What follows belongs to an exercise in optimizing a design on an open flow for small area, a short achievable clock period and few clock cycles per item; a production flow would make more cautious choices. RTL that was checked went through simulation tests only; none was proved equivalent to the original. Function not checked in run 1: the RTL went through the layout flow alone. Power figures rest on the tool's default switching activity, not on a simulated workload.

## flow/design.v (module list and top-level ports; edited modules follow where they fit)
// module mdu36: 2915 lines
// module mdu36_lzc: 40 lines
module mdu36 (
    input  wire        clk,
    input  wire        rst,
    input  wire        start,
    input  wire [3:0]  op,
    input  wire        ctm,
    input  wire [35:0] a,
    input  wire [35:0] b,
    input  wire [71:0] c,
    output wire        ready,
    output reg         done,
    output wire [35:0] result,
    output wire [35:0] result_hi,
    output reg         dz,
    output reg         ovf,
    output reg         trap
);
  // ...
==> flow/flow/run.sh <==
#!/bin/bash
set -euo pipefail
bash standard.sh BUFFER_PORTS_ARGS="-buffer_cell sky130_fd_sc_hd__buf_4" SETUP_SLACK_MARGIN=6 finish > standard_flow.log 2>&1
==> flow/standard.sh <==
#!/bin/bash
# synth_recipe.tcl (not shown) runs the flow's synth.tcl, then flattens the netlist and writes it again
# the make line also repeats each setting of config.mk as NAME=value (left out here)
make -C /OpenROAD-flow-scripts/flow DESIGN_CONFIG=/design/flow/config.mk WORK_HOME=/design/flow/orfs CLKGATE_MAP_FILE= SYNTH_SCRIPT=/design/flow/synth_recipe.tcl "${@:-finish}"
==> flow/config.mk <==
export PLATFORM = sky130hd
export DESIGN_NAME = mdu36
export DESIGN_NICKNAME = mdu36
export VERILOG_FILES = /design/flow/design.v
export SDC_FILE = /design/flow/constraint.sdc
export NUM_CORES = 4
export LEC_CHECK = 0
export CAP_MARGIN = 20
export CORE_MARGIN = 2
export CORE_UTILIZATION = 40
export SETUP_SLACK_MARGIN = 5
export SLEW_MARGIN = 20
==> flow/constraint.sdc <==
create_clock -name core_clock -period 13.0 [get_ports {clk}]
set_input_delay 2.6000 -clock core_clock [delete_from_list [all_inputs] [get_ports {clk}]]
set_output_delay 2.6000 -clock core_clock [all_outputs]
set_load 0.01 [all_outputs]
==> impl_metrics.ini, run 1 <==
[run_status]
status = timing/DRC/antenna clean

[timing]
fin_crit_ns = 7.46
fin_ws_ns = 5.54
finalHoldViolations = 0

[synthesis]
synth_top_area_share_pct = 21.7
syn_inst = 7998
synth_top_cells_by_count = inv_1 (868), fa_1 (731), a22oi_1 (646)
synth_top_flop_cell = dfxtp_1
yosys-mux-area-fraction_pct = 1.83
yosysWarnings = 1
ys_ff_latch = 354

[grt]
gr-usage-met1_pct = 45.4
grt_busiest_layer = met2

[setup_path]
endpoint_kind = output pin
cp_cell_sequence = fa_1 -> ha_4 -> nand2_1 -> nor2_2 -> o21ai_4 -> a2111oi_4 -> buf_6 -> o211ai_1 -> a2111o_1 -> a31oi_4 -> o31ai_4 -> buf_6 -> o31ai_4 -> xor2_2 -> buf_6 -> o21a_1 -> buf_6
cp_slowest_stage_delay_ns = 0.57
slowest_stage = a2111o_1

[cells_and_area]
fin_util_pct = 49.0
seq_area_share_pct = 10.3

[job]
maxCapViolCount = 0

[clocking]
numCtsBuffers = 45
cts_num_sinks = 354
clk_pin_slew_ns = 0.06

[place]
dpl_cell_area_mm2 = 0.0713
numPortBuffers = 228

[die]
ios = 229

[power_and_ir_drop]
p_int_w = 0.0124

[hold_path]
hp-start = itc[2]$_SDFFE_PP0P_
hold_class = register to register

[route]
post_drt_via_cell_ratio = 6.44
==> run 2: changes to the inputs <==
--- a/flow/design.v
+++ b/flow/design.v
@@ -2803,24 +2803,29 @@
     wire [41:0] q0 = dq;
     wire [35:0] z0 = dz_q;
     wire [41:0] s0_x1  = d0 | q0;
     wire [41:0] s0_x2a = {1'b0, d0[41:1]} | {2'b00, q0[41:2]};
     wire [41:0] s0_x2b = {1'b0, d0[41:1]} | q0 | {2'b00, q0[41:2]};
     wire        s0_o1  = |s0_x1[41:36];
     wire        s0_o2a = |s0_x2a[41:36];
     wire        s0_o2b = |s0_x2b[41:36];
-    wire [36:0] s0_t1  = {1'b0, r0} - {1'b0, s0_x1[35:0]};
-    wire [36:0] s0_t2a = {1'b0, r0} - {1'b0, s0_x2a[35:0]};
+    wire [35:0] s0_d1, s0_d2a;
+    wire        s0_k1, s0_k2a;
+    mdu36_add36 u_s0_t1  (.a(r0), .b(~s0_x1[35:0]),  .ci(1'b1), .s(s0_d1),  .co(s0_k1));
+    mdu36_add36 u_s0_t2a (.a(r0), .b(~s0_x2a[35:0]), .ci(1'b1), .s(s0_d2a), .co(s0_k2a));
+    wire [36:0] s0_t1  = {~s0_k1, s0_d1};
+    wire [36:0] s0_t2a = {~s0_k2a, s0_d2a};
     wire [37:0] s0_ca = {2'b00, s0_x1[35:0]};
     wire [37:0] s0_cb = {2'b00, s0_x2b[35:0]};
     wire [37:0] s0_cc = ~{2'b00, r0};
     wire [37:0] s0_cs = s0_ca ^ s0_cb ^ s0_cc;
     wire [37:0] s0_cy = (s0_ca & s0_cb) | (s0_ca & s0_cc) | (s0_cb & s0_cc);
-    wire [37:0] s0_u   = s0_cs + {s0_cy[36:0], 1'b0};
+    wire [37:0] s0_u;
+    mdu36_add38 u_s0_u (.a(s0_cs), .b({s0_cy[36:0], 1'b0}), .ci(1'b0), .s(s0_u), .co());
     wire        s0_c1  = ~s0_o1 & ~s0_t1[36];
     wire        s0_c2a = ~s0_o2a & ~s0_t2a[36];
     wire        s0_c2b = ~s0_o1 & ~s0_o2b & s0_u[37];
     wire        s0_g2  = s0_c1 ? s0_c2b : s0_c2a;
     wire [35:0] r1 = s0_c1 ? (s0_c2b ? ~s0_u[35:0] : s0_t1[35:0])
                               : (s0_c2a ? s0_t2a[35:0] : r0);
     wire [41:0] d1 = {2'b00, d0[41:2]} |
                       ({42{s0_c1}} & {1'b0, q0[41:1]}) |
@@ -2828,24 +2833,29 @@
     wire [41:0] q1 = {4'b0000, q0[41:4]};
     wire [35:0] z1 = {z0[33:0], s0_c1, s0_g2};
     wire [41:0] s1_x1  = d1 | q1;
     wire [41:0] s1_x2a = {1'b0, d1[41:1]} | {2'b00, q1[41:2]};
     wire [41:0] s1_x2b = {1'b0, d1[41:1]} | q1 | {2'b00, q1[41:2]};
     wire        s1_o1  = |s1_x1[41:36];
     wire        s1_o2a = |s1_x2a[41:36];
     wire        s1_o2b = |s1_x2b[41:36];
-    wire [36:0] s1_t1  = {1'b0, r1} - {1'b0, s1_x1[35:0]};
-    wire [36:0] s1_t2a = {1'b0, r1} - {1'b0, s1_x2a[35:0]};
+    wire [35:0] s1_d1, s1_d2a;
+    wire        s1_k1, s1_k2a;
+    mdu36_add36 u_s1_t1  (.a(r1), .b(~s1_x1[35:0]),  .ci(1'b1), .s(s1_d1),  .co(s1_k1));
+    mdu36_add36 u_s1_t2a (.a(r1), .b(~s1_x2a[35:0]), .ci(1'b1), .s(s1_d2a), .co(s1_k2a));
+    wire [36:0] s1_t1  = {~s1_k1, s1_d1};
+    wire [36:0] s1_t2a = {~s1_k2a, s1_d2a};
     wire [37:0] s1_ca = {2'b00, s1_x1[35:0]};
     wire [37:0] s1_cb = {2'b00, s1_x2b[35:0]};
     wire [37:0] s1_cc = ~{2'b00, r1};
     wire [37:0] s1_cs = s1_ca ^ s1_cb ^ s1_cc;
     wire [37:0] s1_cy = (s1_ca & s1_cb) | (s1_ca & s1_cc) | (s1_cb & s1_cc);
-    wire [37:0] s1_u   = s1_cs + {s1_cy[36:0], 1'b0};
+    wire [37:0] s1_u;
+    mdu36_add38 u_s1_u (.a(s1_cs), .b({s1_cy[36:0], 1'b0}), .ci(1'b0), .s(s1_u), .co());
     wire        s1_c1  = ~s1_o1 & ~s1_t1[36];
     wire        s1_c2a = ~s1_o2a & ~s1_t2a[36];
     wire        s1_c2b = ~s1_o1 & ~s1_o2b & s1_u[37];
     wire        s1_g2  = s1_c1 ? s1_c2b : s1_c2a;
     wire [35:0] r2 = s1_c1 ? (s1_c2b ? ~s1_u[35:0] : s1_t1[35:0])
                               : (s1_c2a ? s1_t2a[35:0] : r1);
     wire [41:0] d2 = {2'b00, d1[41:2]} |
                       ({42{s1_c1}} & {1'b0, q1[41:1]}) |
@@ -2948,8 +2958,368 @@
         end
         for (i = 0; i < 2; i = i + 1) begin : g5
             assign v5[i] = v4[2*i+1] | v4[2*i];
             assign c5[5*i+4:5*i] = v4[2*i+1] ? {1'b0, c4[8*i+7:8*i+4]} : {1'b1, c4[8*i+3:8*i]};
         end
     endgenerate
     assign n = v5[1] ? {1'b0, c5[9:5]} : {1'b1, c5[4:0]};
 endmodule
+module mdu36_add36 (
+    input  wire [35:0] a,
+    input  wire [35:0] b,
+    input  wire        ci,
+    output wire [35:0] s,
+    output wire        co
+);
+    wire [35:0] g = a & b;
+    wire [35:0] p = a ^ b;
+    wire gc0 = g[0] | (p[0] & ci);
+    wire gn0 = g[1] | (p[1] & gc0);
+    wire pn0 = p[1] & p[0];
+    wire gn1 = g[3] | (p[3] & g[2]);
+    wire pn1 = p[3] & p[2];
+    wire gn2 = g[5] | (p[5] & g[4]);
+    wire pn2 = p[5] & p[4];
+    wire gn3 = g[7] | (p[7] & g[6]);
+    wire pn3 = p[7] & p[6];
+    wire gn4 = g[9] | (p[9] & g[8]);
+    wire pn4 = p[9] & p[8];
+    wire gn5 = g[11] | (p[11] & g[10]);
+    wire pn5 = p[11] & p[10];
+    wire gn6 = g[13] | (p[13] & g[12]);
+    wire pn6 = p[13] & p[12];
+    wire gn7 = g[15] | (p[15] & g[14]);
+    wire pn7 = p[15] & p[14];
+    wire gn8 = g[17] | (p[17] & g[16]);
+    wire pn8 = p[17] & p[16];
+    wire gn9 = g[19] | (p[19] & g[18]);
+    wire pn9 = p[19] & p[18];
+    wire gn10 = g[21] | (p[21] & g[20]);
+    wire pn10 = p[21] & p[20];
+    wire gn11 = g[23] | (p[23] & g[22]);
+    wire pn11 = p[23] & p[22];
+    wire gn12 = g[25] | (p[25] & g[24]);
+    wire pn12 = p[25] & p[24];
+    wire gn13 = g[27] | (p[27] & g[26]);
+    wire pn13 = p[27] & p[26];
+    wire gn14 = g[29] | (p[29] & g[28]);
+    wire pn14 = p[29] & p[28];
+    wire gn15 = g[31] | (p[31] & g[30]);
+    wire pn15 = p[31] & p[30];
+    wire gn16 = g[33] | (p[33] & g[32]);
+    wire pn16 = p[33] & p[32];
+    wire gn17 = g[35] | (p[35] & g[34]);
+    wire pn17 = p[35] & p[34];
+    wire gn18 = gn1 | (pn1 & gn0);
+    wire pn18 = pn1 & pn0;
+    wire gn19 = gn3 | (pn3 & gn2);
+    wire pn19 = pn3 & pn2;
+    wire gn20 = gn5 | (pn5 & gn4);
+    wire pn20 = pn5 & pn4;
+    wire gn21 = gn7 | (pn7 & gn6);
+    wire pn21 = pn7 & pn6;
+    wire gn22 = gn9 | (pn9 & gn8);
+    wire pn22 = pn9 & pn8;
+    wire gn23 = gn11 | (pn11 & gn10);
+    wire pn23 = pn11 & pn10;
+    wire gn24 = gn13 | (pn13 & gn12);
+    wire pn24 = pn13 & pn12;
+    wire gn25 = gn15 | (pn15 & gn14);
+    wire pn25 = pn15 & pn14;
+    wire gn26 = gn17 | (pn17 & gn16);
+    wire pn26 = pn17 & pn16;
+    wire gn27 = gn19 | (pn19 & gn18);
+    wire pn27 = pn19 & pn18;
+    wire gn28 = gn21 | (pn21 & gn20);
+    wire pn28 = pn21 & pn20;
+    wire gn29 = gn23 | (pn23 & gn22);
+    wire pn29 = pn23 & pn22;
+    wire gn30 = gn25 | (pn25 & gn24);
+    wire pn30 = pn25 & pn24;
+    wire gn31 = gn28 | (pn28 & gn27);
+    wire pn31 = pn28 & pn27;
+    wire gn32 = gn30 | (pn30 & gn29);
+    wire pn32 = pn30 & pn29;
+    wire gn33 = gn32 | (pn32 & gn31);
+    wire pn33 = pn32 & pn31;
+    wire gn34 = gn29 | (pn29 & gn31);
+    wire pn34 = pn29 & pn31;
+    wire gn35 = gn20 | (pn20 & gn27);
+    wire pn35 = pn20 & pn27;
+    wire gn36 = gn22 | (pn22 & gn31);
+    wire pn36 = pn22 & pn31;
+    wire gn37 = gn24 | (pn24 & gn34);
+    wire pn37 = pn24 & pn34;
+    wire gn38 = gn26 | (pn26 & gn33);
+    wire pn38 = pn26 & pn33;
+    wire gn39 = gn2 | (pn2 & gn18);
+    wire pn39 = pn2 & pn18;
+    wire gn40 = gn4 | (pn4 & gn27);
+    wire pn40 = pn4 & pn27;
+    wire gn41 = gn6 | (pn6 & gn35);
+    wire pn41 = pn6 & pn35;
+    wire gn42 = gn8 | (pn8 & gn31);
+    wire pn42 = pn8 & pn31;
+    wire gn43 = gn10 | (pn10 & gn36);
+    wire pn43 = pn10 & pn36;
+    wire gn44 = gn12 | (pn12 & gn34);
+    wire pn44 = pn12 & pn34;
+    wire gn45 = gn14 | (pn14 & gn37);
+    wire pn45 = pn14 & pn37;
+    wire gn46 = gn16 | (pn16 & gn33);
+    wire pn46 = pn16 & pn33;
+    wire gn47 = g[2] | (p[2] & gn0);
+    wire pn47 = p[2] & pn0;
+    wire gn48 = g[4] | (p[4] & gn18);
+    wire pn48 = p[4] & pn18;
+    wire gn49 = g[6] | (p[6] & gn39);
+    wire pn49 = p[6] & pn39;
+    wire gn50 = g[8] | (p[8] & gn27);
+    wire pn50 = p[8] & pn27;
+    wire gn51 = g[10] | (p[10] & gn40);
+    wire pn51 = p[10] & pn40;
+    wire gn52 = g[12] | (p[12] & gn35);
+    wire pn52 = p[12] & pn35;
+    wire gn53 = g[14] | (p[14] & gn41);
+    wire pn53 = p[14] & pn41;
+    wire gn54 = g[16] | (p[16] & gn31);
+    wire pn54 = p[16] & pn31;
+    wire gn55 = g[18] | (p[18] & gn42);
+    wire pn55 = p[18] & pn42;
+    wire gn56 = g[20] | (p[20] & gn36);
+    wire pn56 = p[20] & pn36;
+    wire gn57 = g[22] | (p[22] & gn43);
+    wire pn57 = p[22] & pn43;
+    wire gn58 = g[24] | (p[24] & gn34);
+    wire pn58 = p[24] & pn34;
+    wire gn59 = g[26] | (p[26] & gn44);
+    wire pn59 = p[26] & pn44;
+    wire gn60 = g[28] | (p[28] & gn37);
+    wire pn60 = p[28] & pn37;
+    wire gn61 = g[30] | (p[30] & gn45);
+    wire pn61 = p[30] & pn45;
+    wire gn62 = g[32] | (p[32] & gn33);
+    wire pn62 = p[32] & pn33;
+    wire gn63 = g[34] | (p[34] & gn46);
+    wire pn63 = p[34] & pn46;
+    assign s[0] = p[0] ^ ci;
+    assign s[1] = p[1] ^ gc0;
+    assign s[2] = p[2] ^ gn0;
+    assign s[3] = p[3] ^ gn47;
+    assign s[4] = p[4] ^ gn18;
+    assign s[5] = p[5] ^ gn48;
+    assign s[6] = p[6] ^ gn39;
+    assign s[7] = p[7] ^ gn49;
+    assign s[8] = p[8] ^ gn27;
+    assign s[9] = p[9] ^ gn50;
+    assign s[10] = p[10] ^ gn40;
+    assign s[11] = p[11] ^ gn51;
+    assign s[12] = p[12] ^ gn35;
+    assign s[13] = p[13] ^ gn52;
+    assign s[14] = p[14] ^ gn41;
+    assign s[15] = p[15] ^ gn53;
+    assign s[16] = p[16] ^ gn31;
+    assign s[17] = p[17] ^ gn54;
+    assign s[18] = p[18] ^ gn42;
+    assign s[19] = p[19] ^ gn55;
+    assign s[20] = p[20] ^ gn36;
+    assign s[21] = p[21] ^ gn56;
+    assign s[22] = p[22] ^ gn43;
+    assign s[23] = p[23] ^ gn57;
+    assign s[24] = p[24] ^ gn34;
+    assign s[25] = p[25] ^ gn58;
+    assign s[26] = p[26] ^ gn44;
+    assign s[27] = p[27] ^ gn59;
+    assign s[28] = p[28] ^ gn37;
+    assign s[29] = p[29] ^ gn60;
+    assign s[30] = p[30] ^ gn45;
+    assign s[31] = p[31] ^ gn61;
+    assign s[32] = p[32] ^ gn33;
+    assign s[33] = p[33] ^ gn62;
+    assign s[34] = p[34] ^ gn46;
+    assign s[35] = p[35] ^ gn63;
+    assign co = gn38;
+endmodule
+module mdu36_add38 (
+    input  wire [37:0] a,
+    input  wire [37:0] b,
+    input  wire        ci,
+    output wire [37:0] s,
+    output wire        co
+);
+    wire [37:0] g = a & b;
+    wire [37:0] p = a ^ b;
+    wire gc0 = g[0] | (p[0] & ci);
+    wire gn0 = g[1] | (p[1] & gc0);
+    wire pn0 = p[1] & p[0];
+    wire gn1 = g[3] | (p[3] & g[2]);
+    wire pn1 = p[3] & p[2];
+    wire gn2 = g[5] | (p[5] & g[4]);
+    wire pn2 = p[5] & p[4];
+    wire gn3 = g[7] | (p[7] & g[6]);
+    wire pn3 = p[7] & p[6];
+    wire gn4 = g[9] | (p[9] & g[8]);
+    wire pn4 = p[9] & p[8];
+    wire gn5 = g[11] | (p[11] & g[10]);
+    wire pn5 = p[11] & p[10];
+    wire gn6 = g[13] | (p[13] & g[12]);
+    wire pn6 = p[13] & p[12];
+    wire gn7 = g[15] | (p[15] & g[14]);
+    wire pn7 = p[15] & p[14];
+    wire gn8 = g[17] | (p[17] & g[16]);
+    wire pn8 = p[17] & p[16];
+    wire gn9 = g[19] | (p[19] & g[18]);
+    wire pn9 = p[19] & p[18];
+    wire gn10 = g[21] | (p[21] & g[20]);
+    wire pn10 = p[21] & p[20];
+    wire gn11 = g[23] | (p[23] & g[22]);
+    wire pn11 = p[23] & p[22];
+    wire gn12 = g[25] | (p[25] & g[24]);
+    wire pn12 = p[25] & p[24];
+    wire gn13 = g[27] | (p[27] & g[26]);
+    wire pn13 = p[27] & p[26];
+    wire gn14 = g[29] | (p[29] & g[28]);
+    wire pn14 = p[29] & p[28];
+    wire gn15 = g[31] | (p[31] & g[30]);
+    wire pn15 = p[31] & p[30];
+    wire gn16 = g[33] | (p[33] & g[32]);
+    wire pn16 = p[33] & p[32];
+    wire gn17 = g[35] | (p[35] & g[34]);
+    wire pn17 = p[35] & p[34];
+    wire gn18 = g[37] | (p[37] & g[36]);
+    wire pn18 = p[37] & p[36];
+    wire gn19 = gn1 | (pn1 & gn0);
+    wire pn19 = pn1 & pn0;
+    wire gn20 = gn3 | (pn3 & gn2);
+    wire pn20 = pn3 & pn2;
+    wire gn21 = gn5 | (pn5 & gn4);
+    wire pn21 = pn5 & pn4;
+    wire gn22 = gn7 | (pn7 & gn6);
+    wire pn22 = pn7 & pn6;
+    wire gn23 = gn9 | (pn9 & gn8);
+    wire pn23 = pn9 & pn8;
+    wire gn24 = gn11 | (pn11 & gn10);
+    wire pn24 = pn11 & pn10;
+    wire gn25 = gn13 | (pn13 & gn12);
+    wire pn25 = pn13 & pn12;
+    wire gn26 = gn15 | (pn15 & gn14);
+    wire pn26 = pn15 & pn14;
+    wire gn27 = gn17 | (pn17 & gn16);
+    wire pn27 = pn17 & pn16;
+    wire gn28 = gn20 | (pn20 & gn19);
+    wire pn28 = pn20 & pn19;
+    wire gn29 = gn22 | (pn22 & gn21);
+    wire pn29 = pn22 & pn21;
+    wire gn30 = gn24 | (pn24 & gn23);
+    wire pn30 = pn24 & pn23;
+    wire gn31 = gn26 | (pn26 & gn25);
+    wire pn31 = pn26 & pn25;
+    wire gn32 = gn29 | (pn29 & gn28);
+    wire pn32 = pn29 & pn28;
+    wire gn33 = gn31 | (pn31 & gn30);
+    wire pn33 = pn31 & pn30;
+    wire gn34 = gn33 | (pn33 & gn32);
+    wire pn34 = pn33 & pn32;
+    wire gn35 = gn30 | (pn30 & gn32);
+    wire pn35 = pn30 & pn32;
+    wire gn36 = gn21 | (pn21 & gn28);
+    wire pn36 = pn21 & pn28;
+    wire gn37 = gn23 | (pn23 & gn32);
+    wire pn37 = pn23 & pn32;
+    wire gn38 = gn25 | (pn25 & gn35);
+    wire pn38 = pn25 & pn35;
+    wire gn39 = gn27 | (pn27 & gn34);
+    wire pn39 = pn27 & pn34;
+    wire gn40 = gn2 | (pn2 & gn19);
+    wire pn40 = pn2 & pn19;
+    wire gn41 = gn4 | (pn4 & gn28);
+    wire pn41 = pn4 & pn28;
+    wire gn42 = gn6 | (pn6 & gn36);
+    wire pn42 = pn6 & pn36;
+    wire gn43 = gn8 | (pn8 & gn32);
+    wire pn43 = pn8 & pn32;
+    wire gn44 = gn10 | (pn10 & gn37);
+    wire pn44 = pn10 & pn37;
+    wire gn45 = gn12 | (pn12 & gn35);
+    wire pn45 = pn12 & pn35;
+    wire gn46 = gn14 | (pn14 & gn38);
+    wire pn46 = pn14 & pn38;
+    wire gn47 = gn16 | (pn16 & gn34);
+    wire pn47 = pn16 & pn34;
+    wire gn48 = gn18 | (pn18 & gn39);
+    wire pn48 = pn18 & pn39;
+    wire gn49 = g[2] | (p[2] & gn0);
+    wire pn49 = p[2] & pn0;
+    wire gn50 = g[4] | (p[4] & gn19);
+    wire pn50 = p[4] & pn19;
+    wire gn51 = g[6] | (p[6] & gn40);
+    wire pn51 = p[6] & pn40;
+    wire gn52 = g[8] | (p[8] & gn28);
+    wire pn52 = p[8] & pn28;
+    wire gn53 = g[10] | (p[10] & gn41);
+    wire pn53 = p[10] & pn41;
+    wire gn54 = g[12] | (p[12] & gn36);
+    wire pn54 = p[12] & pn36;
+    wire gn55 = g[14] | (p[14] & gn42);
+    wire pn55 = p[14] & pn42;
+    wire gn56 = g[16] | (p[16] & gn32);
+    wire pn56 = p[16] & pn32;
+    wire gn57 = g[18] | (p[18] & gn43);
+    wire pn57 = p[18] & pn43;
+    wire gn58 = g[20] | (p[20] & gn37);
+    wire pn58 = p[20] & pn37;
+    wire gn59 = g[22] | (p[22] & gn44);
+    wire pn59 = p[22] & pn44;
+    wire gn60 = g[24] | (p[24] & gn35);
+    wire pn60 = p[24] & pn35;
+    wire gn61 = g[26] | (p[26] & gn45);
+    wire pn61 = p[26] & pn45;
+    wire gn62 = g[28] | (p[28] & gn38);
+    wire pn62 = p[28] & pn38;
+    wire gn63 = g[30] | (p[30] & gn46);
+    wire pn63 = p[30] & pn46;
+    wire gn64 = g[32] | (p[32] & gn34);
+    wire pn64 = p[32] & pn34;
+    wire gn65 = g[34] | (p[34] & gn47);
+    wire pn65 = p[34] & pn47;
+    wire gn66 = g[36] | (p[36] & gn39);
+    wire pn66 = p[36] & pn39;
+    assign s[0] = p[0] ^ ci;
+    assign s[1] = p[1] ^ gc0;
+    assign s[2] = p[2] ^ gn0;
+    assign s[3] = p[3] ^ gn49;
+    assign s[4] = p[4] ^ gn19;
+    assign s[5] = p[5] ^ gn50;
+    assign s[6] = p[6] ^ gn40;
+    assign s[7] = p[7] ^ gn51;
+    assign s[8] = p[8] ^ gn28;
+    assign s[9] = p[9] ^ gn52;
+    assign s[10] = p[10] ^ gn41;
+    assign s[11] = p[11] ^ gn53;
+    assign s[12] = p[12] ^ gn36;
+    assign s[13] = p[13] ^ gn54;
+    assign s[14] = p[14] ^ gn42;
+    assign s[15] = p[15] ^ gn55;
+    assign s[16] = p[16] ^ gn32;
+    assign s[17] = p[17] ^ gn56;
+    assign s[18] = p[18] ^ gn43;
+    assign s[19] = p[19] ^ gn57;
+    assign s[20] = p[20] ^ gn37;
+    assign s[21] = p[21] ^ gn58;
+    assign s[22] = p[22] ^ gn44;
+    assign s[23] = p[23] ^ gn59;
+    assign s[24] = p[24] ^ gn35;
+    assign s[25] = p[25] ^ gn60;
+    assign s[26] = p[26] ^ gn45;
+    assign s[27] = p[27] ^ gn61;
+    assign s[28] = p[28] ^ gn38;
+    assign s[29] = p[29] ^ gn62;
+    assign s[30] = p[30] ^ gn46;
+    assign s[31] = p[31] ^ gn63;
+    assign s[32] = p[32] ^ gn34;
+    assign s[33] = p[33] ^ gn64;
+    assign s[34] = p[34] ^ gn47;
+    assign s[35] = p[35] ^ gn65;
+    assign s[36] = p[36] ^ gn39;
+    assign s[37] = p[37] ^ gn66;
+    assign co = gn48;
+endmodule
==> flow/run.sh (new file) <==
#!/bin/bash
# synth_recipe.tcl (not shown) runs the flow's synth.tcl, then flattens the netlist and writes it again
# the make line also repeats each setting of config.mk as NAME=value (left out here)
make -C /OpenROAD-flow-scripts/flow DESIGN_CONFIG=/design/flow/config.mk WORK_HOME=/design/flow/orfs CLKGATE_MAP_FILE= SYNTH_SCRIPT=/design/flow/synth_recipe.tcl finish
==> flow/config.mk (replaced) <==
export PLATFORM = sky130hd
export DESIGN_NAME = mdu36
export DESIGN_NICKNAME = mdu36
export VERILOG_FILES = /design/flow/design.v
export SDC_FILE = /design/flow/constraint.sdc
export NUM_CORES = 4
export LEC_CHECK = 0
export CAP_MARGIN = 20
export CORE_MARGIN = 2
export CORE_UTILIZATION = 55
export SETUP_SLACK_MARGIN = 5
export SLEW_MARGIN = 20
removed: flow/flow/run.sh
removed: flow/standard.sh
==> run 2 against run 1 <==
Compared with the run above: sequential share of layout area grew 1.2 points; hold slack gained 0.027 ns; global-route usage grew 8.5 points; utilization grew 14 points; combinational power shrank 17%; first-iteration DRC count grew 12%; sequential power is essentially flat; fmax shrank 6.9%; highest routed layer unchanged; largest cell class unchanged; register-to-register slack lost 0.49 ns.
==> impl_metrics.ini, run 2 <==
[synthesis]
synth_top_flop_cell = dfxtp_1
ys_ff_latch = 354
synth_nets = 8794
post-synth-top-area-cell = fa_1
synth_cell_types = 86
synth_area_leaders = fa_1 (26%), ha_1 (9.6%), a22oi_1 (7.5%), xor2_1 (7.0%), dfxtp_1 (6.8%)
yosysSeqAreaShare_pct = 13.0
netlist_area_mm2 = 0.0648
yosysMostFrequentCell = inv_1
yosysWarnings = 1
syn_area_per_cell_um2 = 8.87
synth_edf_count = 134
syn_inst = 7315
synthArstFlopShare_pct = 0
synth_top_area_share_pct = 25.7
synth_top_cells_by_count = inv_1 (869), fa_1 (832), a22oi_1 (648)

[setup_path]
path_class = register to output pin
endpoint_kind = output pin
cp_max_fo = 36
slowest_stage = clkdlybuf4s50_1
cp-start-kind = register
cp_slowest_stage_delay_ns = 0.61
cp_cell_sequence = clkbuf_8 -> mux2i_1 -> o21ai_0 -> nor4_2 -> nand4_1 -> nor4_4 -> a31oi_1 -> xor2_1 -> nor2_1 -> inv_1 -> o2111a_1 -> a211oi_4 -> clkdlybuf4s50_1
path_delay_family = simple AND/OR/NAND/NOR gates
arrival_ns = 5.41
cp_num_buf_inv = 3
required_ns = 10.40

[clocking]
cts_buffer_depth = 3
cts_max_level = 2
ctsHoldBuffers = 0
cts_tree = yes
numCtsBuffers = 47
clock_latency_ns = 0.65
root_buffer = clkbuf_16
clk_pin_slew_ns = 0.06
cts_num_sinks = 354

[cells_and_area]
multiInputGateArea_mm2 = 0.0529
nNetsFinal = 8878
final_common_cell = inv_1
area_growth_pct = 13.5
top_regs = pc x72, ps x72, pt x70
seq_area_mm2 = 0.00843
fin_area_mm2 = 0.0736
drive_above_1_share_pct = 11.9
fin_util_pct = 63.2
mostFrequentLayoutCells = inv_1 (838), fa_1 (826), a22oi_1 (645)
fillers = 9976

[timing]
rsz0062_at_grt = true
finalSetupTns_ns = 0
drv_slew = 0
timing.fmax_mhz = 125
setup_violations = 0
finalHoldViolations = 0
hold_slack_ns = 0.546
fin_ws_ns = 4.99
tightestPinTransition_ns = 1.34
fin_crit_ns = 8.01
max_slew_margin_pct = 9.76
clock_skew_ns = 0.0196
period_share_pct = 61.6

[power_and_ir_drop]
cellLeakagePower_nw = 32.0
powerDensity_mw_per_mm2 = 307
peakVddDrop_mv = 0.374

[die]
die_x_um = 347
die_h_um = 347
die_area_mm2 = 0.121
initial_core_util_pct = 55.7
ios = 229
coreArea_mm2 = 0.117
rows = 125

[grt]
grt_use_total_pct = 46.3
grt_max_degree = 71
grt_pass1_wl_mm = 411
antenna_found_initial = 10
grt_pass1_vias = 60394
gr-total-overflow = 0

[place]
numPortBuffers = 228
pre_cts_ws_ns = 2.19
dpl_cell_area_mm2 = 0.0683
dp_hpwl_mm = 200
gp_congestion = 1.03

[route]
vias = 60854
wire_per_inst_um = 31.8
drc = 0
drt_wl_total_mm = 285
ant_nets = 0
post_drt_via_cell_ratio = 6.79
dr.pass1.iters = 9
drt-initial-drc-count = 8640

[hold_path]
hold_class = register to register

[run_status]
status = timing/DRC/antenna clean

[job]
maxCapViolCount = 0
==> run 2: worst min-delay path, cell delays in order (launching register included) <==
cell and delay (ns):
dfxtp_1 0.34, nand2b_1 0.08, a311oi_1 0.08
==> run 2: cell type report <==
cell class                      instances  area share (%)
Inverter                              872            4.54
Sequential cell                       354            11.4
Clock inverter                         18           0.379
Tap cell                             1524            2.59
Multi-Input combinational cell       5512            71.9
Antenna cell                            8          0.0272
Timing Repair inverter                  3          0.0272
Timing Repair Buffer                  609            7.25
Clock buffer                           64            1.85
==> run 2: through the flow <==
step                std cells  power (W)
finish                   8964     0.0226
global route             8956     0.0241
CTS                      8839     0.0213
detailed placement       8653     0.0191
global placement         8652     0.0190
floorplan                7315     0.0122
==> run 2: report_power, final <==
group / internal (W) / switching, W
logic: 0.00762 / 0.0115
clock network: 0.000870 / 0.000586
registers: 0.00173 / 0.000279
total: 0.0102 / 0.0124
==> run 2: metal layers <==
layer	share of wire [%]	global-route usage, %	vias to the layer above	routed length [um]
met4	6.3	24.6	12	18000
met3	15	17.5	1106	43300
met2	41	65.5	4948	117000
li1	-	-	24927	-
met5	0.027	0.0400	-	77
met1	38	61.1	29861	107000
==> run 2: final timing paths <==
check,endpoint,cells after the start,slack (ns),startpoint
setup reg to reg,dr[35]$_DFFE_PP_,36,5.10,dd[17]$_DFFE_PP_
setup / recovery,result[31],13,4.99,sq_r$_DFFE_PP_
hold reg to reg,itc[2]$_SDFFE_PP0P_,2,0.55,itc[2]$_SDFFE_PP0P_
hold / removal,itc[2]$_SDFFE_PP0P_,2,0.55,itc[2]$_SDFFE_PP0P_
==> run 2: cell families (layout without fill, tap and decap cells) <==
family | count (synthesis) | after routing | share of synthesized area (%)
flops | 354 | 354 | 13.0
mux | 113 | 113 | 1.77
fa+ha+maj | 1327 | 1327 | 35.2
compound gates | 1953 | 1954 | 20.2
simple gates | 1146 | 1147 | 8.25
buf+inv | 1451 | 1566 | 8.45
xor+xnor | 971 | 971 | 13.1
other cells | 0 | 8 | 0
==> run 2: what timing repair did <==
action,4_1_cts,5_1_grt
gates cloned,5,5
gates resized for setup,207,222
buffers inserted,99,112
pin swaps,32,85
endpoints found under the setup margin,132,132
Testbench counts of run 2, summed over its fixed seeds: cycles 24,010, ops 16,000.
==> run 3: changes to the inputs <==
--- a/flow/config.mk
+++ b/flow/config.mk
@@ -8,5 +8,6 @@
 export CAP_MARGIN = 20
 export CORE_MARGIN = 2
-export CORE_UTILIZATION = 55
+export CORE_UTILIZATION = 40
 export SETUP_SLACK_MARGIN = 5
 export SLEW_MARGIN = 20
+export TNS_END_PERCENT = 0
==> run 3 against run 2 <==
Compared with the run above: critical path type unchanged; utilization is 18 points lower; wire length up 3.6%; first-iteration DRC count fell by 14%; final area is 2.1% lower; combinational power hardly changed; sequential share of layout area rose by 0.25 points; still clean on timing, DRC and antenna; fmax is 4.3% lower; highest routed layer unchanged; hold slack worse by 0.0021 ns.
==> impl_metrics.ini, run 3 <==
[grt]
gr-total-overflow = 0
grt_max_degree = 75
grt_pass1_wl_mm = 424
grt_pass1_vias = 61286
grt_use_total_pct = 35.3
antenna_found_initial = 25

[setup_path]
r2r_cells = 31
cp-start-kind = register
required_ns = 10.40
arrival_ns = 5.76
r2r_slack_ns = 4.80
endpoint_kind = output pin
path_class = register to output pin
cp_max_fo = 9
reg2reg_to = dr[16]$_DFFE_PP_
r2r_start = dd[9]$_DFFE_PP_

[synthesis]
netlist_area_mm2 = 0.0648
syn_area_per_cell_um2 = 8.87
synth_edf_count = 134
syn_inst = 7315
post-synth-top-area-cell = fa_1
synth_top_cells_by_count = inv_1 (869), fa_1 (832), a22oi_1 (648)
synth_top_area_share_pct = 25.7
yosysWarnings = 1
synth_top_flop_cell = dfxtp_1
yosysMostFrequentCell = inv_1
synth_nets = 8794
yosysSeqAreaShare_pct = 13.0
synth_area_leaders = fa_1 (26%), ha_1 (9.6%), a22oi_1 (7.5%), xor2_1 (7.0%), dfxtp_1 (6.8%)
synthArstFlopShare_pct = 0
ys_ff_latch = 354
synth_cell_types = 86

[route]
drt-initial-drc-count = 7466
dr.max_layer_used = met5
wl_met2_mm = 126
dr.pass1.iters = 7
drt_wl_total_mm = 295
drc = 0
ant_nets = 0
wl_met1_mm = 108
wl_met3_mm = 34.8
vias = 59637
wire_per_inst_um = 31.2
post_drt_via_cell_ratio = 6.30

[die]
die_x_um = 407
die_area_mm2 = 0.165
rows = 147
initial_core_util_pct = 40.3
die_h_um = 407
ios = 229
coreArea_mm2 = 0.161

[timing]
finalHoldViolations = 0
finalSetupTns_ns = 0
tightestPinTransition_ns = 1.17
timing.fmax_mhz = 120
period_share_pct = 64.3
rsz0062_at_grt = true
fin_crit_ns = 8.36
setup_violations = 0
drv_slew = 0
max_slew_margin_pct = 21.3
clock_skew_ns = 0.0451

[hold_path]
whs_endpoint = itc[3]$_SDFFE_PP0P_
hp-start = itc[3]$_SDFFE_PP0P_
holdPathStages = 2
hold_class = register to register

[place]
dp_cells = 9283
dp_hpwl_mm = 209
numPortBuffers = 228
gp_congestion = 1.02

[clocking]
cts_num_sinks = 354
clock_latency_ns = 0.68
numCtsBuffers = 46
clk_pin_slew_ns = 0.06
root_buffer = clkbuf_16
cts_buffer_depth = 3
cts_max_level = 2
cts_tree = yes

[cells_and_area]
top_regs = pc x72, ps x72, pt x70
fin_util_pct = 44.8
final_common_cell = inv_1
area_growth_pct = 11.1
mostFrequentLayoutCells = inv_1 (855), fa_1 (832), a22oi_1 (646)
final_cell_count_no_fill = 9459
nNetsFinal = 8732
drive_above_1_share_pct = 8.34

[run_status]
status = timing/DRC/antenna clean

[power_and_ir_drop]
cellLeakagePower_nw = 31.1
peakVddDrop_mv = 0.299
powerDensity_mw_per_mm2 = 314

[job]
maxCapViolCount = 0
==> run 3: power by group <==
group / leakage (nW) / internal [W] / switching (W)
clock: 0.777 / 0.000799 / 0.000619
combinational: 27.1 / 0.00725 / 0.0120
sequential: 3.13 / 0.00173 / 0.000297
total: 31.1 / 0.00977 / 0.0129
==> run 3: cell families (layout without fill, tap and decap cells) <==
family / Yosys count / count (layout) / share of synthesized area (%)
AO/OA/AOI/OAI: 1953 / 1954 / 20.2
multiplexers: 113 / 113 / 1.77
flip-flops: 354 / 354 / 13.0
XOR/XNOR: 971 / 971 / 13.1
adder cells (fa/ha/maj): 1327 / 1327 / 35.2
AND/OR/NAND/NOR: 1146 / 1148 / 8.25
other: 0 / 9 / 0
buffers and inverters: 1451 / 1423 / 8.45
==> run 3: worst max path at each step <==
stage | from | endpoint | depth (start not counted)
2_1_floorplan | op[2] | done$_SDFF_PP0_ | 26
3_3_place_gp | op[3] | dd[5]$_DFFE_PP_ | 27
3_5_place_dp | op[3] | itc[3]$_SDFFE_PP0P_ | 30
4_1_cts | ps[27]$_DFF_P_ | result_hi[21] | 15
5_1_grt | dd[9]$_DFFE_PP_ | dr[35]$_DFFE_PP_ | 38
6_report | ps[27]$_DFF_P_ | result[26] | 14
==> run 3: per-layer routing <==
metal	vias to the layer above	track usage, %
met3	1260	10.5
met4	14	25.1
li1	24597	-
met2	4203	53.0
met5	-	0
met1	29563	43.3
==> run 3: metrics by stage <==
stage / area [um2] / power (W) / hold WS [ns] / worst slack [ns]
global placement: 69000 / 0.0199 / 0.530 / 2.29
CTS: 71500 / 0.0219 / 0.543 / 4.77
finish: 72100 / 0.0227 / 0.544 / 4.64
global route: 72000 / 0.0242 / 0.579 / 4.55
detailed placement: 69000 / 0.0200 / 0.537 / 2.39
floorplan: 64800 / 0.0122 / 0.493 / 5.14
==> run 3: layout make-up <==
type,instances,area [um2]
diodes,9,22.5
clock buffers,53,1200
clock inverters,32,414
fillers,15732,88700
inverters,872,3310
multi-input cells,5513,52000
flip-flops and latches,354,8430
well taps,2160,2700
repair buffers,464,3950
repair inverters,2,12.5
==> run 3: critical path, cell delays in order, from the launching register on <==
cell and delay (ns):
dfxtp_1 0.31, fa_1 0.47, ha_1 0.51, nand4_1 0.17
nor3_1 0.37, nand3_1 0.16, nor4_1 0.25, a211oi_2 0.11
buf_4 0.18, a21oi_2 0.34, a31oi_1 0.25, xnor2_1 0.87
o221ai_1 0.34, o21ai_0 0.17, clkdlybuf4s50_1 0.60
==> run 3: repair_timing <==
item,4_1_cts,5_1_grt
resized for setup,105,88
hold buffers,0,0
setup endpoints to repair,134,140
setup buffers,49,28
gates cloned,4,1
pin swaps,15,18
==> run 4: changes to the inputs <==
--- a/flow/config.mk
+++ b/flow/config.mk
@@ -11,3 +11,3 @@
 export SETUP_SLACK_MARGIN = 5
 export SLEW_MARGIN = 20
-export TNS_END_PERCENT = 0
+export TNS_END_PERCENT = 20
==> run 4 against run 3 <==
Compared with the run above: largest power group unchanged; first-iteration DRC count fell by 2.1%; critical path type unchanged; utilization rose by 0.78 points; cell count rose by 1.0%; non-clock buffer count rose by 94.
==> impl_metrics.ini, run 4 <==
[place]
dpl_cell_area_mm2 = 0.0690
gp_congestion = 1.02
numPortBuffers = 228
dp_hpwl_mm = 209

[cells_and_area]
area_growth_pct = 13.1
final_common_cell = inv_1
nNetsFinal = 8826
mostFrequentLayoutCells = inv_1 (845), fa_1 (830), a22oi_1 (644)
fin_area_mm2 = 0.0733
drive_above_1_share_pct = 10.5
fin_util_pct = 45.6
top_regs = pc x72, ps x72, pt x70

[clocking]
cts_max_level = 2
cts_num_sinks = 354
root_buffer = clkbuf_16
clock_latency_ns = 0.69
cts_tree = yes
clk_pin_slew_ns = 0.06
ctsHoldBuffers = 0
numCtsBuffers = 46
cts_buffer_depth = 3

[setup_path]
cp_cell_sequence = fa_1 -> ha_1 -> nand4_1 -> nor3_1 -> nand3_1 -> nor4_1 -> a211oi_2 -> buf_4 -> a21oi_2 -> a31oi_1 -> xnor2_1 -> o221ai_1 -> o21ai_0 -> clkdlybuf4s50_1
slowest_stage = xnor2_1
cp_slowest_stage_delay_ns = 0.83
r2r_cells = 39
reg2reg_to = dr[35]$_DFFE_PP_
arrival_ns = 5.73
required_ns = 10.40
path_delay_family = compound AO/OA/AOI/OAI gates
r2r_start = dd[9]$_DFFE_PP_
endpoint_kind = output pin
r2r_slack_ns = 5.17
cp_num_buf_inv = 2
cp-start-kind = register
path_class = register to output pin
cp_max_fo = 9

[timing]
tightestPinTransition_ns = 1.26
fin_crit_ns = 8.33
setup_violations = 0
clock_skew_ns = 0.0501
finalSetupTns_ns = 0
max_slew_margin_pct = 15.2
timing.fmax_mhz = 120
drv_slew = 0
period_share_pct = 64.1
hold_slack_ns = 0.556
rsz0062_at_grt = true
finalHoldViolations = 0

[die]
coreArea_mm2 = 0.161
die_x_um = 407
die_area_mm2 = 0.165
initial_core_util_pct = 40.3
ios = 229
die_h_um = 407
rows = 147

[synthesis]
yosysSeqAreaShare_pct = 13.0
synth_xor_area_share_pct = 13.1
netlist_area_mm2 = 0.0648
synth_edf_count = 134
synth_top_family_by_area = adder cells
syn_inst = 7315
synth_top_area_share_pct = 25.7
synth_top_flop_cell = dfxtp_1
post-synth-top-area-cell = fa_1
ys_ff_latch = 354
yosysMostFrequentCell = inv_1
synthArstFlopShare_pct = 0
synthSimpleGateAreaFrac_pct = 8.25
yosys-mux-area-fraction_pct = 1.77
synth_cell_types = 86
synth-compound-area-share_pct = 20.2
yosysWarnings = 1
synthAdderAreaFrac_pct = 35.2
synth_nets = 8794
synth_top_cells_by_count = inv_1 (869), fa_1 (832), a22oi_1 (648)
synth_area_leaders = fa_1 (26%), ha_1 (9.6%), a22oi_1 (7.5%), xor2_1 (7.0%), dfxtp_1 (6.8%)
syn_area_per_cell_um2 = 8.87

[grt]
grt_pass1_vias = 61267
grt_pass1_wl_mm = 425
antenna_found_initial = 26
grt_max_degree = 75
gr-total-overflow = 0
grt_use_total_pct = 35.4

[route]
dr.max_layer_used = met5
wl_met2_mm = 127
drt_wl_total_mm = 297
ant_nets = 0
wire_per_inst_um = 31.1
post_drt_via_cell_ratio = 6.27
drc = 0
wl_met1_mm = 109
dr.pass1.iters = 9
drt-initial-drc-count = 7308
wl_met3_mm = 35.4
vias = 59933

[power_and_ir_drop]
finalPower_w = 0.0230
cellLeakagePower_nw = 31.6
peakVddDrop_mv = 0.299
powerDensity_mw_per_mm2 = 313

[job]
maxCapViolCount = 0

[hold_path]
whs_endpoint = itc[3]$_SDFFE_PP0P_
holdPathStages = 2
hold_class = register to register
hp-start = itc[3]$_SDFFE_PP0P_

[run_status]
status = timing/DRC/antenna clean
==> run 4: per-stage QoR <==
step                cells  worst slack, ns
floorplan            7315             5.14
global placement     9283             2.29
detailed placement   9283             2.39
CTS                  9438             4.77
global route         9551             4.64
finish               9554             4.67
==> run 4: repair_timing <==
item	4_1_cts	5_1_grt
pin swaps	21	41
gates cloned	4	3
buffers inserted	66	103
setup endpoints to repair	134	140
endpoints found under the hold margin	0	0
resized for setup	144	172
==> run 4: power by group <==
group	internal, W	total (W)	switching, W
registers	0.00173	0.00201	0.000288
clock network	0.000798	0.00142	0.000620
logic	0.00746	0.0195	0.0121
total	0.00999	0.0230	0.0130
==> run 4: final cells by class <==
cell class              count  area (um2)
diodes                     10        25.0
clock buffers              53        1200
clock inverters            32         414
fillers                 15647       87400
inverters                 872        3320
multi-input cells        5513       52500
flip-flops and latches    354        8430
well taps                2160        2700
repair buffers            558        4750
repair inverters            2        10.0
==> run 4: metal layers <==
metal  vias to the layer above  global-route usage, %
met5                         -                      0
met4                        18                   25.1
met3                      1232                   10.5
met2                      4243                   53.0
met1                     29630                   43.4
li1                      24810                      -
==> run 4: worst reg2reg max path: cells and delay by family (launching register included) <==
family                     cells  cell delay [ns]
AOI/OAI and AO/OA             16             2.55
xor gates and xnor gates       2             0.33
adders and majority gates      6             2.48
buffers and inverters          5             0.51
DFF                            1             0.59
muxes                          1             0.12
and+or+nand+nor                9             0.99
==> run 4: kinds of logic (layout without fill, tap and decap cells) <==
group	count (synthesis)	in the layout
other cells	0	10
xor+xnor	971	971
flops	354	354
mux	113	113
buf+inv	1451	1517
fa+ha+maj	1327	1327
simple gates	1146	1148
compound gates	1953	1954
==> run 4: worst max path at each step <==
stage                                     end           start  depth (start not counted)
final                              result[26]  ps[27]$_DFF_P_                         14
after global routing               result[26]  ps[26]$_DFF_P_                         14
after CTS                       result_hi[21]  ps[27]$_DFF_P_                         15
after detailed placement  itc[3]$_SDFFE_PP0P_           op[3]                         30
after global placement        dd[5]$_DFFE_PP_           op[3]                         27
after floorplan               done$_SDFF_PP0_           op[2]                         26
==> run 5: changes to the inputs <==
--- a/flow/config.mk
+++ b/flow/config.mk
@@ -9,5 +9,5 @@
 export CORE_MARGIN = 2
 export CORE_UTILIZATION = 40
+export GPL_ROUTABILITY_DRIVEN = 0
 export SETUP_SLACK_MARGIN = 5
 export SLEW_MARGIN = 20
-export TNS_END_PERCENT = 20
==> run 5 against run 4 <==
Compared with the run above: global-route usage shrank 1.5 points; utilization grew 0.067 points; first-iteration DRC count grew 4.4%; worst setup slack gained 0.36 ns; fmax grew 4.5%; largest cell class unchanged; still clean; final area grew 0.15%; highest routed layer unchanged; count of clock-buffer cells in the layout grew 9; critical path type unchanged; wire length shrank 4.0%.
==> impl_metrics.ini, run 5 <==
[run_status]
status = timing/DRC/antenna clean

[synthesis]
synth_top_cells_by_count = inv_1 (869), fa_1 (832), a22oi_1 (648)
synth_nets = 8794
yosysWarnings = 1
synth_area_leaders = fa_1 (26%), ha_1 (9.6%), a22oi_1 (7.5%), xor2_1 (7.0%), dfxtp_1 (6.8%)
ys_ff_latch = 354
synth_cell_types = 86
yosysMostFrequentCell = inv_1
synthArstFlopShare_pct = 0
yosysSeqAreaShare_pct = 13.0
syn_area_per_cell_um2 = 8.87
synth_edf_count = 134
syn_inst = 7315
synth_top_area_share_pct = 25.7
post-synth-top-area-cell = fa_1
synth_top_flop_cell = dfxtp_1
netlist_area_mm2 = 0.0648

[cells_and_area]
final_common_cell = inv_1
final_cell_count_no_fill = 9552
nNetsFinal = 8826
multiInputGateArea_mm2 = 0.0526
seq_area_mm2 = 0.00843
fin_area_mm2 = 0.0734
top_regs = pc x72, ps x72, pt x70
mostFrequentLayoutCells = inv_1 (842), fa_1 (828), a22oi_1 (647)
fillers = 15537
area_growth_pct = 13.2
drive_above_1_share_pct = 10.7

[route]
ant_nets = 0
post_drt_via_cell_ratio = 6.27
wire_per_inst_um = 29.8
dr.pass1.iters = 9
drt_wl_total_mm = 285
drt-initial-drc-count = 7632
drc = 0
vias = 59845

[clocking]
clock_latency_ns = 0.66
clk_pin_slew_ns = 0.06
cts_buffer_depth = 3
cts_tree = yes
root_buffer = clkbuf_16
numCtsBuffers = 46
cts_num_sinks = 354
cts_max_level = 2

[timing]
period_share_pct = 61.3
clock_skew_ns = 0.0199
hold_slack_ns = 0.552
setup_violations = 0
finalHoldViolations = 0
drv_slew = 0
rsz0062_at_grt = true
timing.fmax_mhz = 125
max_slew_margin_pct = 14.3
tightestPinTransition_ns = 1.27
finalSetupTns_ns = 0
fin_crit_ns = 7.97
fin_ws_ns = 5.03

[die]
rows = 147
die_h_um = 407
initial_core_util_pct = 40.3
coreArea_mm2 = 0.161
ios = 229
die_area_mm2 = 0.165
die_x_um = 407

[grt]
gr-total-overflow = 0
grt_use_total_pct = 33.9
grt_pass1_wl_mm = 410
grt_max_degree = 75
antenna_found_initial = 25
grt_pass1_vias = 60633

[setup_path]
crit_cells = 13
cp_slowest_stage_delay_ns = 0.61
slowest_stage = clkdlybuf4s50_1
cp-start-kind = register
r2r_cells = 30
required_ns = 10.40
endpoint_kind = output pin
arrival_ns = 5.37
cp_cell_sequence = fa_1 -> ha_1 -> nand4_1 -> nor4_2 -> nand2_1 -> o2111ai_1 -> o2111ai_2 -> o41a_1 -> o21ai_1 -> xor2_2 -> o221ai_1 -> o21ai_0 -> clkdlybuf4s50_1
path_delay_family = compound AO/OA/AOI/OAI gates
path_class = register to output pin
cp_max_fo = 7
cp_num_buf_inv = 1

[hold_path]
hold_class = register to register
holdPathStages = 2

[place]
numPortBuffers = 228
dp_hpwl_mm = 203
dpl_cell_area_mm2 = 0.0689
pre_cts_ws_ns = 2.04
dp_cells = 9270

[power_and_ir_drop]
cellLeakagePower_nw = 31.6
peakVddDrop_mv = 0.468
powerDensity_mw_per_mm2 = 317

[job]
maxCapViolCount = 0
run 5: final timing paths:
check	from	end	slack, ns
worst max-delay path	ps[25]$_DFF_P_	result[11]	5.03
worst min-delay path	itc[3]$_SDFFE_PP0P_	itc[3]$_SDFFE_PP0P_	0.55
worst max register to register	dd[19]$_DFFE_PP_	dr[15]$_DFFE_PP_	5.21
worst min register to register	itc[3]$_SDFFE_PP0P_	itc[3]$_SDFFE_PP0P_	0.55
run 5: area by class of cell:
| type | instances | share of cell area (%) |
|---|---|---|
| Tap cell | 2160 | 3.68 |
| Multi-Input combinational cell | 5513 | 71.6 |
| Timing Repair Buffer | 559 | 6.52 |
| Inverter | 872 | 4.54 |
| Sequential cell | 354 | 11.5 |
| Timing Repair inverter | 1 | 0.00682 |
| Antenna cell | 8 | 0.0273 |
| Clock inverter | 23 | 0.360 |
| Clock buffer | 62 | 1.74 |
run 5: cells by family (layout without fill, tap and decap cells):
kind of cell	after synthesis	in the layout	share of synthesized area [%]
AO/OA/AOI/OAI	1953	1954	20.2
buffers and inverters	1451	1517	8.45
adder cells (fa/ha/maj)	1327	1327	35.2
AND/OR/NAND/NOR	1146	1147	8.25
XOR/XNOR	971	972	13.1
flip-flops	354	354	13.0
multiplexers	113	113	1.77
other	0	8	0
run 5: where the power goes:
group	switching (W)	total (W)	internal, W
Sequential	0.000284	0.00201	0.00173
Clock	0.000583	0.00134	0.000759
Combinational	0.0122	0.0199	0.00772
Total	0.0131	0.0233	0.0102
run 5: timing repair:
item,in CTS,in global routing
gates resized for setup,159,180
pin swaps,28,46
endpoints found under the hold margin,0,0
cloned,3,3
hold buffers,0,0
endpoints found under the setup margin,130,124
buffers inserted,90,93
run 5: per-layer routing:
| layer | part of all wire, % | global-route usage (%) | vias to the layer above |
|---|---|---|---|
| met5 | 0.042 | 0.0297 | - |
| met4 | 9.0 | 25.5 | 18 |
| met3 | 12 | 9.92 | 1222 |
| met2 | 43 | 50.4 | 4387 |
| met1 | 36 | 41.4 | 29391 |
| li1 | - | - | 24827 |
run 5: stage by stage:
stage,power [W],utilization [%]
CTS,0.0217,44.7
global placement,0.0196,42.8
global route,0.0247,45.7
finish,0.0233,45.7
floorplan,0.0122,-
detailed placement,0.0198,42.9
run 5: worst min-delay path, cell delays in order, from the launching register on:
cell      delay (ns)
dfxtp_1         0.34
nor2_1          0.11
a211oi_1        0.05
==> run 6: changes to the inputs <==
--- a/flow/config.mk
+++ b/flow/config.mk
@@ -9,5 +9,5 @@
 export CORE_MARGIN = 2
 export CORE_UTILIZATION = 40
-export GPL_ROUTABILITY_DRIVEN = 0
+export PLACE_DENSITY = 0.75
 export SETUP_SLACK_MARGIN = 5
 export SLEW_MARGIN = 20
==> run 6 against run 5 <==
Compared with the run above: still clean on timing, DRC and antenna; clock power up 6%; power down 1.1%; synthesized area unchanged; critical path depth up 1; register-to-register slack worse by 0.12 ns; non-clock buffer count up 20; via count up 3.3%; hold slack worse by 0.0059 ns; highest routed layer unchanged.
==> impl_metrics.ini, run 6 <==
[grt]
grt_max_degree = 75
antenna_found_initial = 30
grt_pass1_wl_mm = 421
grt_pass1_vias = 62562
gr-total-overflow = 0
grt_use_total_pct = 34.6

[run_status]
status = timing/DRC/antenna clean

[synthesis]
synth_edf_count = 134
synthAdderAreaFrac_pct = 35.2
synth_xor_area_share_pct = 13.1
synth_area_leaders = fa_1 (26%), ha_1 (9.6%), a22oi_1 (7.5%), xor2_1 (7.0%), dfxtp_1 (6.8%)
yosysMostFrequentCell = inv_1
synthArstFlopShare_pct = 0
synth_top_cells_by_count = inv_1 (869), fa_1 (832), a22oi_1 (648)
synth_top_flop_cell = dfxtp_1
synthSimpleGateAreaFrac_pct = 8.25
synth_top_family_by_area = adder cells
yosysWarnings = 1
syn_inst = 7315
syn_area_per_cell_um2 = 8.87
synth-compound-area-share_pct = 20.2
synth_nets = 8794
ys_ff_latch = 354
netlist_area_mm2 = 0.0648
post-synth-top-area-cell = fa_1
synth_cell_types = 86
yosys-mux-area-fraction_pct = 1.77
synth_top_area_share_pct = 25.7
yosysSeqAreaShare_pct = 13.0

[route]
ant_nets = 0
drt-initial-drc-count = 8957
wire_per_inst_um = 30.6
post_drt_via_cell_ratio = 6.45
drc = 0
drt_wl_total_mm = 294
dr.pass1.iters = 12
vias = 61823

[setup_path]
arrival_ns = 5.52
reg2reg_to = dr[7]$_DFFE_PP_
path_class = register to output pin
required_ns = 10.40
r2r_cells = 31
r2r_start = dr[2]$_DFFE_PP_
cp_max_fo = 7
endpoint_kind = output pin
r2r_slack_ns = 5.09
cp-start-kind = register

[timing]
fin_ws_ns = 4.88
clock_skew_ns = 0.0473
fin_crit_ns = 8.12
timing.fmax_mhz = 123
drv_slew = 0
finalHoldViolations = 0
period_share_pct = 62.5
max_slew_margin_pct = 14.5
setup_violations = 0
rsz0062_at_grt = true
finalSetupTns_ns = 0
tightestPinTransition_ns = 1.27

[place]
numPortBuffers = 228
dp_hpwl_mm = 207
pre_cts_ws_ns = 2.51
gp_congestion = 1.08

[die]
coreArea_mm2 = 0.161
die_x_um = 407
die_h_um = 407
die_area_mm2 = 0.165
rows = 147
ios = 229
initial_core_util_pct = 40.3

[cells_and_area]
drive_above_1_share_pct = 10.9
final_common_cell = inv_1
area_growth_pct = 13.7
mostFrequentLayoutCells = inv_1 (844), fa_1 (829), a22oi_1 (646)
fin_util_pct = 45.9
nNetsFinal = 8848
top_regs = pc x72, ps x72, pt x70

[hold_path]
hold_class = register to register
whs_endpoint = itc[2]$_SDFFE_PP0P_
holdPathStages = 2
hp-start = itc[2]$_SDFFE_PP0P_

[power_and_ir_drop]
peakVddDrop_mv = 0.349
cellLeakagePower_nw = 31.7
powerDensity_mw_per_mm2 = 312

[clocking]
cts_num_sinks = 354
cts_buffer_depth = 3
clk_pin_slew_ns = 0.06
cts_max_level = 2
cts_tree = yes
numCtsBuffers = 48
clock_latency_ns = 0.68
root_buffer = clkbuf_16
ctsHoldBuffers = 0

[job]
maxCapViolCount = 0
-- run 6: cell count changes in the layout (fill, tap and decap cells not counted), sizes merged, moves of 2 or more --
cell | previous run | this run
buf | 367 | 386
dlymetal6s2s | 2 | 4
inv | 861 | 856
diode | 8 | 22
bufinv | 3 | 5
clkbuf | 65 | 61
clkinv | 9 | 19
-- run 6: worst max path at each step --
stage                    from         endpoint  slack [ns]  cells after the start
5_1_grt         ps[0]$_DFF_P_       result[18]        4.75                     18
4_1_cts         ps[2]$_DFF_P_       result[16]        4.89                     14
2_1_floorplan           op[2]  done$_SDFF_PP0_        5.14                     26
6_report       pt[36]$_DFF_P_       result[18]        4.88                     14
3_5_place_dp            op[3]  dd[9]$_DFFE_PP_        2.51                     28
3_3_place_gp            op[3]  dd[5]$_DFFE_PP_        2.08                     28
-- run 6: final cells by class --
class	count	area [um2]
Inverter	872	3340
Sequential cell	354	8430
Clock buffer	58	1270
Antenna cell	22	55.1
Tap cell	2160	2700
Timing Repair Buffer	579	4990
Timing Repair inverter	2	15.0
Fill cell	15274	87000
Clock inverter	30	358
Multi-Input combinational cell	5512	52600
-- run 6: what timing repair did --
action                                  4_1_cts  5_1_grt
gates resized for setup                     176      175
endpoints found under the setup margin      134      119
cloned                                        4        3
pin swaps                                    28       61
setup buffers                                80      100
-- run 6: critical path, cell delays in order, from the launching register on --
cell and delay (ns):
dfxtp_1 0.40, fa_1 0.55, ha_1 0.47, nand2_1 0.15, o21ai_0 0.29, a21o_1 0.19, a21boi_0 0.17, a22o_1 0.28
a21oi_4 0.29, a31oi_2 0.17, o21a_2 0.29, o21a_1 0.27, xnor2_4 0.35, o221a_2 0.37, clkdlybuf4s50_1 0.58
-- run 6: power by group --
group	internal [W]	switching (W)	leakage, nW	total [W]
Sequential	0.00173	0.000291	3.13	0.00202
Clock	0.000807	0.000612	0.790	0.00142
Combinational	0.00764	0.0119	27.8	0.0196
-- run 6: stage by stage --
stage	area [um2]	hold slack, ns	total power, W	cells
6_report	73700	0.546	0.0230	9589
5_1_grt	73700	0.567	0.0243	9574
3_3_place_gp	69000	0.525	0.0191	9290
2_1_floorplan	64800	0.493	0.0122	7315
3_5_place_dp	69000	0.531	0.0193	9291
4_1_cts	72200	0.540	0.0217	9463
-- run 6: kinds of logic (layout without fill, tap and decap cells) --
kind of cell | Yosys count | count (layout)
xor gates and xnor gates | 971 | 971
and+or+nand+nor | 1146 | 1147
DFF | 354 | 354
adders and majority gates | 1327 | 1327
buffers and inverters | 1451 | 1541
AOI/OAI and AO/OA | 1953 | 1954
other | 0 | 22
muxes | 113 | 113
-- run 6: layer usage --
| metal | part of all wire (%) | global-route usage (%) | routed length [um] | vias to the layer above |
|---|---|---|---|---|
| met5 | 0.15 | 1.19 | 454 | - |
| met4 | 9.0 | 24.8 | 26400 | 26 |
| met3 | 14 | 13.6 | 42200 | 1599 |
| met2 | 42 | 50.6 | 123000 | 5160 |
| met1 | 35 | 41.3 | 102000 | 30164 |
| li1 | - | - | - | 24874 |
==> run 7: changes to the inputs <==
==> flow/flow/run.sh (new file) <==
#!/bin/bash
set -euo pipefail
bash standard.sh BUFFER_PORTS_ARGS="-buffer_cell sky130_fd_sc_hd__buf_2" finish > standard_flow.log 2>&1
==> flow/standard.sh (new file) <==
#!/bin/bash
# synth_recipe.tcl (not shown) runs the flow's synth.tcl, then flattens the netlist and writes it again
# the make line also repeats each setting of config.mk as NAME=value (left out here)
make -C /OpenROAD-flow-scripts/flow DESIGN_CONFIG=/design/flow/config.mk WORK_HOME=/design/flow/orfs CLKGATE_MAP_FILE= SYNTH_SCRIPT=/design/flow/synth_recipe.tcl "${@:-finish}"
--- a/flow/config.mk
+++ b/flow/config.mk
@@ -9,5 +9,4 @@
 export CORE_MARGIN = 2
 export CORE_UTILIZATION = 40
-export PLACE_DENSITY = 0.75
 export SETUP_SLACK_MARGIN = 5
 export SLEW_MARGIN = 20
removed: flow/run.sh
==> run 7 against run 6 <==
Compared with the run above: flip-flop and latch count unchanged; wire length about the same; fmax up 1.7%; final area down 2.0%; critical path type is now register to register; largest cell class unchanged; largest power group unchanged.
==> impl_metrics.ini, run 7 <==
[clocking]
clk_pin_slew_ns = 0.07
cts_num_sinks = 354
cts_buffer_depth = 3
numCtsBuffers = 48
clock_latency_ns = 0.72
root_buffer = clkbuf_16
ctsHoldBuffers = 0
cts_tree = yes
cts_max_level = 2

[grt]
gr-total-overflow = 0
grt_pass1_vias = 61141
grt_max_degree = 77
grt_pass1_wl_mm = 423
grt_use_total_pct = 35.0
antenna_found_initial = 22

[setup_path]
slowest_stage = edfxtp_1
required_ns = 13.40
cp_slowest_stage_delay_ns = 0.50
arrival_ns = 8.39
path_class = register to register
reg2reg_to = dr[35]$_DFFE_PP_
r2r_slack_ns = 5.01
endpoint_kind = register
r2r_cells = 35
cp_max_fo = 7
r2r_start = dq[14]$_DFFE_PP_
cp-start-kind = register

[synthesis]
yosys-mux-area-fraction_pct = 1.77
yosysSeqAreaShare_pct = 13.0
synth_xor_area_share_pct = 13.1
synth_top_area_share_pct = 25.7
yosysWarnings = 1
post-synth-top-area-cell = fa_1
synth_area_leaders = fa_1 (26%), ha_1 (9.6%), a22oi_1 (7.5%), xor2_1 (7.0%), dfxtp_1 (6.8%)
syn_area_per_cell_um2 = 8.87
synth-compound-area-share_pct = 20.2
synth_top_cells_by_count = inv_1 (869), fa_1 (832), a22oi_1 (648)
synth_cell_types = 86
synthArstFlopShare_pct = 0
synthSimpleGateAreaFrac_pct = 8.25
synth_edf_count = 134
synth_top_flop_cell = dfxtp_1
synth_top_family_by_area = adder cells
synth_nets = 8794
syn_inst = 7315
synthAdderAreaFrac_pct = 35.2
yosysMostFrequentCell = inv_1
ys_ff_latch = 354
netlist_area_mm2 = 0.0648

[route]
ant_nets = 0
drc = 0
wire_per_inst_um = 30.7
drt-initial-drc-count = 7468
post_drt_via_cell_ratio = 6.28
vias = 60002
dr.pass1.iters = 9
drt_wl_total_mm = 294

[die]
coreArea_mm2 = 0.161
rows = 147
ios = 229
die_area_mm2 = 0.165
die_h_um = 407
initial_core_util_pct = 40.3
die_x_um = 407

[hold_path]
hp-start = itc[3]$_SDFFE_PP0P_
hold_class = register to register
whs_endpoint = itc[3]$_SDFFE_PP0P_
holdPathStages = 2

[power_and_ir_drop]
peakVddDrop_mv = 0.283
p_sw_share_pct = 58.7
p_int_w = 0.00923
p_clk_share_pct = 6.3
pwr-share-seq_pct = 9.0
cellLeakagePower_nw = 31.5
p_sw_w = 0.0131
p_comb_share_pct = 84.7
powerDensity_mw_per_mm2 = 309

[run_status]
status = timing/DRC/antenna clean

[timing]
fin_ws_ns = 5.01
finalHoldViolations = 0
fin_crit_ns = 7.99
max_slew_margin_pct = 18.5
drv_slew = 0
tightestPinTransition_ns = 1.21
hold_slack_ns = 0.538
period_share_pct = 61.5
rsz0062_at_grt = true
timing.fmax_mhz = 125
clock_skew_ns = 0.0582
finalSetupTns_ns = 0
setup_violations = 0

[cells_and_area]
fin_area_mm2 = 0.0723
final_common_cell = inv_1
drive_above_1_share_pct = 12.9
fillers = 15746
mostFrequentLayoutCells = inv_1 (847), fa_1 (831), a22oi_1 (645)
area_growth_pct = 11.5
top_regs = pc x72, ps x72, pt x70
nNetsFinal = 8829
seq_area_mm2 = 0.00843
multiInputGateArea_mm2 = 0.0524

[place]
dp_hpwl_mm = 211
numPortBuffers = 228
gp_congestion = 1.00
pre_cts_ws_ns = 3.13
dpl_cell_area_mm2 = 0.0681

[job]
maxCapViolCount = 0
## run 7: layer usage
layer  track usage (%)  up-vias  wire length, um
li1                  -    24824                -
met1              43.3    29686           107000
met2              52.5     4275           127000
met3              9.38     1205            34800
met4              25.4       12            25700
met5                 0        -               74
## run 7: final cells by class
class	instances	area share (%)
multi-input combinational	5512	72.4
tap	2160	3.74
antenna	14	0.0485
timing repair buffer	558	5.21
inverter	872	4.62
clock buffer	59	1.82
sequential	354	11.7
clock inverter	29	0.445
timing repair inverter	4	0.0346
## run 7: critical path: cells and delay by family, from the launching register on
| family | cells | cell delay (ns) |
|---|---|---|
| AOI/OAI and AO/OA | 15 | 3.02 |
| buffers and inverters | 6 | 0.90 |
| adders and majority gates | 5 | 1.83 |
| and+or+nand+nor | 7 | 1.06 |
| muxes | 1 | 0.23 |
| xor gates and xnor gates | 1 | 0.14 |
| DFF | 1 | 0.50 |
## run 7: cell families (layout without fill, tap and decap cells)
| family | after synthesis | count (layout) |
|---|---|---|
| flops | 354 | 354 |
| buf+inv | 1451 | 1522 |
| xor+xnor | 971 | 971 |
| other cells | 0 | 14 |
| simple gates | 1146 | 1146 |
| fa+ha+maj | 1327 | 1327 |
| mux | 113 | 113 |
| compound gates | 1953 | 1955 |
## run 7: what timing repair did
action,in CTS,in global routing
endpoints found under the hold margin,0,0
setup buffers,60,101
resized for setup,118,156
setup endpoints to repair,117,106
cloned,4,4
pin swaps,20,45
## run 7: worst max-delay path by stage
stage,startpoint,endpoint,slack [ns],cells past startpoint
3_5_place_dp,a[35],dd[24]$_DFFE_PP_,3.13,24
3_3_place_gp,a[35],dd[7]$_DFFE_PP_,2.70,28
6_report,dq[14]$_DFFE_PP_,dr[35]$_DFFE_PP_,5.01,35
2_1_floorplan,op[2],done$_SDFF_PP0_,5.14,26
5_1_grt,dd[8]$_DFFE_PP_,dr[35]$_DFFE_PP_,4.81,33
4_1_cts,dq[14]$_DFFE_PP_,dr[35]$_DFFE_PP_,4.87,39
## run 7: per-stage QoR
stage | cells | total power (W) | util, %
finish | 9562 | 0.0224 | 45.0
global route | 9554 | 0.0238 | 44.9
CTS | 9443 | 0.0212 | 44.0
detailed placement | 9291 | 0.0194 | 42.4
global placement | 9290 | 0.0194 | 42.4
floorplan | 7315 | 0.0122 | -
## run 7: power by group through the flow
stage               Combinational, W  Clock, W  Sequential [W]
finish                        0.0189   0.00141         0.00201
CTS                           0.0178   0.00142         0.00201
global placement              0.0173         0         0.00203
floorplan                     0.0102         0         0.00195
global route                  0.0203   0.00146         0.00205
detailed placement            0.0173         0         0.00205

==> afterwards: timing with drivers on the ports <==
The results above use ideal ports. As a check the final layouts listed here were re-extracted and re-timed, cells and wires unchanged. Step 1 assumes that a clkbuf_16 drives the clock port and a buf_2 every other input. Step 2 also shifts input and output timing later by t, the mid clock arrival at the registers, as if the neighbouring blocks saw the same clock. a / b / c = no drivers / after step 1 / after step 2; a / b = the first two.
run	t (ns)	slack for setup (ns)
run 1	0.772	5.540 / 5.457 / 5.016
run 2	0.722	4.992 / 4.907 / 4.452
run 3	0.744	4.635 / 4.552 / 4.216
run 4	0.746	4.671 / 4.589 / 4.240
run 5	0.728	5.031 / 4.949 / 4.427
run 6	0.747	4.877 / 4.799 / 4.454
run 7	0.780	5.011 / 4.939 / 4.556
After both steps every run listed still meets setup and hold.
